From an optimization exercise on the open Yosys and OpenROAD flow, aimed at small area, a short achievable clock period and few clock cycles per item; shortcuts taken in it are not production practice.
The RTL was checked by simulation tests, not by an equivalence proof against the original design.

Design fma_unit, start of the top module:
module fma_unit (
    input  wire        clk,
    input  wire        rst,         
    input  wire        in_valid,
    output wire        in_ready,
    input  wire [31:0] a,
    input  wire [31:0] b,
    input  wire [31:0] c,
    output wire        out_valid,
    output wire [31:0] y
);
==> flow/config.mk <==
export PLATFORM = sky130hd
export DESIGN_NAME = fma_unit
export DESIGN_NICKNAME = fma_unit
export VERILOG_FILES = /design/flow/design.v
export SDC_FILE = /design/flow/constraint.sdc
export NUM_CORES = 4
export LEC_CHECK = 0
export CAP_MARGIN = 20
export CORE_MARGIN = 2
export CORE_UTILIZATION = 70
export PLACE_DENSITY = 0.78
export SETUP_SLACK_MARGIN = 5
export SLEW_MARGIN = 20
export SYNTH_HIERARCHICAL = 1
export SYNTH_MINIMUM_KEEP_SIZE = 0
==> flow/constraint.sdc <==
create_clock -name core_clock -period 32.0 [get_ports {clk}]
set_input_delay 6.4000 -clock core_clock [delete_from_list [all_inputs] [get_ports {clk}]]
set_output_delay 6.4000 -clock core_clock [all_outputs]
set_load 0.01 [all_outputs]
standard.sh (not shown) runs the stock make flow with config.mk's settings and CLKGATE_MAP_FILE= SYNTH_SCRIPT=/design/flow/synth_recipe.tcl, a recipe that flattens the netlist after the stock synthesis.
==> flow/flow/run.sh <==
#!/bin/bash
set -euo pipefail
MARGIN=24.5
grep -q 'SETUP_SLACK_MARGIN=5' standard.sh
grep -q 'CLKGATE_MAP_FILE= ' standard.sh
sed -e "s/SETUP_SLACK_MARGIN=5/SETUP_SLACK_MARGIN=${MARGIN}/" \
    -e "s/CLKGATE_MAP_FILE= /CLKGATE_MAP_FILE= 'BUFFER_PORTS_ARGS=-buffer_cell sky130_fd_sc_hd__buf_1' /" \
    standard.sh > standard_custom.sh
grep -q "SETUP_SLACK_MARGIN=${MARGIN}" standard_custom.sh
grep -q "BUFFER_PORTS_ARGS" standard_custom.sh
bash standard_custom.sh > make.log 2>&1
The baseline went through all stages and came out clean.
Testbench counts at the start, summed over its fixed seeds: cycles 24,032, items 24,000.
==> next run, changes <==
--- a/flow/flow/run.sh
+++ b/flow/flow/run.sh
@@ -2,3 +2,3 @@
 set -euo pipefail
-MARGIN=24.5
+MARGIN=24.55
 grep -q 'SETUP_SLACK_MARGIN=5' standard.sh
--- a/flow/config.mk
+++ b/flow/config.mk
@@ -9,4 +9,7 @@
 export CORE_MARGIN = 2
-export CORE_UTILIZATION = 70
-export PLACE_DENSITY = 0.78
+export CORE_UTILIZATION = 75
+export CTS_CLUSTER_DIAMETER = 120
+export CTS_CLUSTER_SIZE = 25
+export GPL_TIMING_DRIVEN = 1
+export PLACE_DENSITY = 0.82
 export SETUP_SLACK_MARGIN = 5
Effect:
- The changed run finished clean
- design area falls by 2.2%
- global-route usage rises by 1.4 points
- die area falls by 6.6%
- core utilization rises by 3.7 points
- non-clock buffer count falls by 4
- setup slack improves by 0.051 ns
- synthesized cell count stays the same
==> next run, changes <==
==> flow/flow/run.sh (replaced) <==
#!/bin/bash
set -euo pipefail
MARGIN=24.7
grep -q 'SETUP_SLACK_MARGIN=5' standard.sh
sed -e "s/SETUP_SLACK_MARGIN=5/SETUP_SLACK_MARGIN=${MARGIN}/" standard.sh > standard_margin.sh
grep -q "SETUP_SLACK_MARGIN=${MARGIN}" standard_margin.sh
bash standard_margin.sh > make.log 2>&1
--- a/flow/config.mk
+++ b/flow/config.mk
@@ -9,7 +9,6 @@
 export CORE_MARGIN = 2
-export CORE_UTILIZATION = 75
-export CTS_CLUSTER_DIAMETER = 120
-export CTS_CLUSTER_SIZE = 25
-export GPL_TIMING_DRIVEN = 1
-export PLACE_DENSITY = 0.82
+export CORE_UTILIZATION = 60
+export CTS_CLUSTER_DIAMETER = 150
+export CTS_CLUSTER_SIZE = 30
+export PLACE_DENSITY = 0.7
 export SETUP_SLACK_MARGIN = 5
Result:
- The new run finished clean
- global-route usage falls by 9.3 points
- via count fell by a few percent
- routed wire length drops slightly
==> next run, changes <==
==> flow/flow/run.sh (replaced) <==
#!/bin/bash
set -euo pipefail
MARGIN=24.5
grep -q 'SETUP_SLACK_MARGIN=5' standard.sh
grep -q 'CLKGATE_MAP_FILE= ' standard.sh
sed -e "s/SETUP_SLACK_MARGIN=5/SETUP_SLACK_MARGIN=${MARGIN}/" \
    -e "s/CLKGATE_MAP_FILE= /CLKGATE_MAP_FILE= 'BUFFER_PORTS_ARGS=-buffer_cell sky130_fd_sc_hd__buf_1' /" \
    standard.sh > standard_custom.sh
grep -q "SETUP_SLACK_MARGIN=${MARGIN}" standard_custom.sh
grep -q "BUFFER_PORTS_ARGS" standard_custom.sh
bash standard_custom.sh > make.log 2>&1
--- a/flow/config.mk
+++ b/flow/config.mk
@@ -9,6 +9,7 @@
 export CORE_MARGIN = 2
-export CORE_UTILIZATION = 60
-export CTS_CLUSTER_DIAMETER = 150
-export CTS_CLUSTER_SIZE = 30
-export PLACE_DENSITY = 0.7
+export CORE_UTILIZATION = 75
+export CTS_CLUSTER_DIAMETER = 120
+export CTS_CLUSTER_SIZE = 25
+export GPL_TIMING_DRIVEN = 1
+export PLACE_DENSITY = 0.82
 export SETUP_SLACK_MARGIN = 5
Result: Flip-flop and latch count does not change. Area after synthesis is unchanged. Hold slack gets better by 0.0075 ns. Clock skew goes down by 0.0051 ns. Global-route usage goes up by 9.3 points. Die area goes down by about 20%.
==> next run, changes <==
--- a/flow/flow/run.sh
+++ b/flow/flow/run.sh
@@ -2,3 +2,3 @@
 set -euo pipefail
-MARGIN=24.5
+MARGIN=24.55
 grep -q 'SETUP_SLACK_MARGIN=5' standard.sh
--- a/flow/config.mk
+++ b/flow/config.mk
@@ -9,3 +9,3 @@
 export CORE_MARGIN = 2
-export CORE_UTILIZATION = 75
+export CORE_UTILIZATION = 80
 export CTS_CLUSTER_DIAMETER = 120
@@ -13,3 +13,3 @@
 export GPL_TIMING_DRIVEN = 1
-export PLACE_DENSITY = 0.82
+export PLACE_DENSITY = 0.86
 export SETUP_SLACK_MARGIN = 5
Result: The new run finished with timing, DRC and antenna clean. Clock-buffer cell count falls by 1. Via count rises by about 8%. Routed wire length rises by 10%. Register-to-register slack got worse by 0.03 ns. Worst setup slack improved by 0.012 ns.

afterwards: timing with drivers on the ports:
No port has a modelled driver above. Below, the same layouts with a new extraction and two added sets of constraints. Step 1 (the two cells are an assumption about what drives the block):
set clk [get_ports {clk}]
set_driving_cell -lib_cell sky130_fd_sc_hd__clkbuf_16 $clk
set_driving_cell -lib_cell sky130_fd_sc_hd__buf_2 [delete_from_list [all_inputs] $clk]
Step 2, shift: input delay + t, output delay - t, t = (earliest + latest rising clock arrival at the registers) / 2. This alone moves slack from input paths to output paths. Three values: ideal ports, drivers, drivers and shift; two values: the first two.
run | t, ns | setup WS [ns] | worst setup path after step 2
the first run | 0.657 | 24.513 / 24.449 / 24.675 | register to register
the second run | 0.631 | 24.564 / 24.502 / 24.740 | register to register
the third run | 0.630 | 24.561 / 24.491 / 24.830 | input to register
the fourth run | 0.632 | 24.524 / 24.461 / 24.608 | register to register
the fifth run | 0.647 | 24.536 / 24.473 / 24.579 | register to register
After both steps every run listed still meets setup and hold.
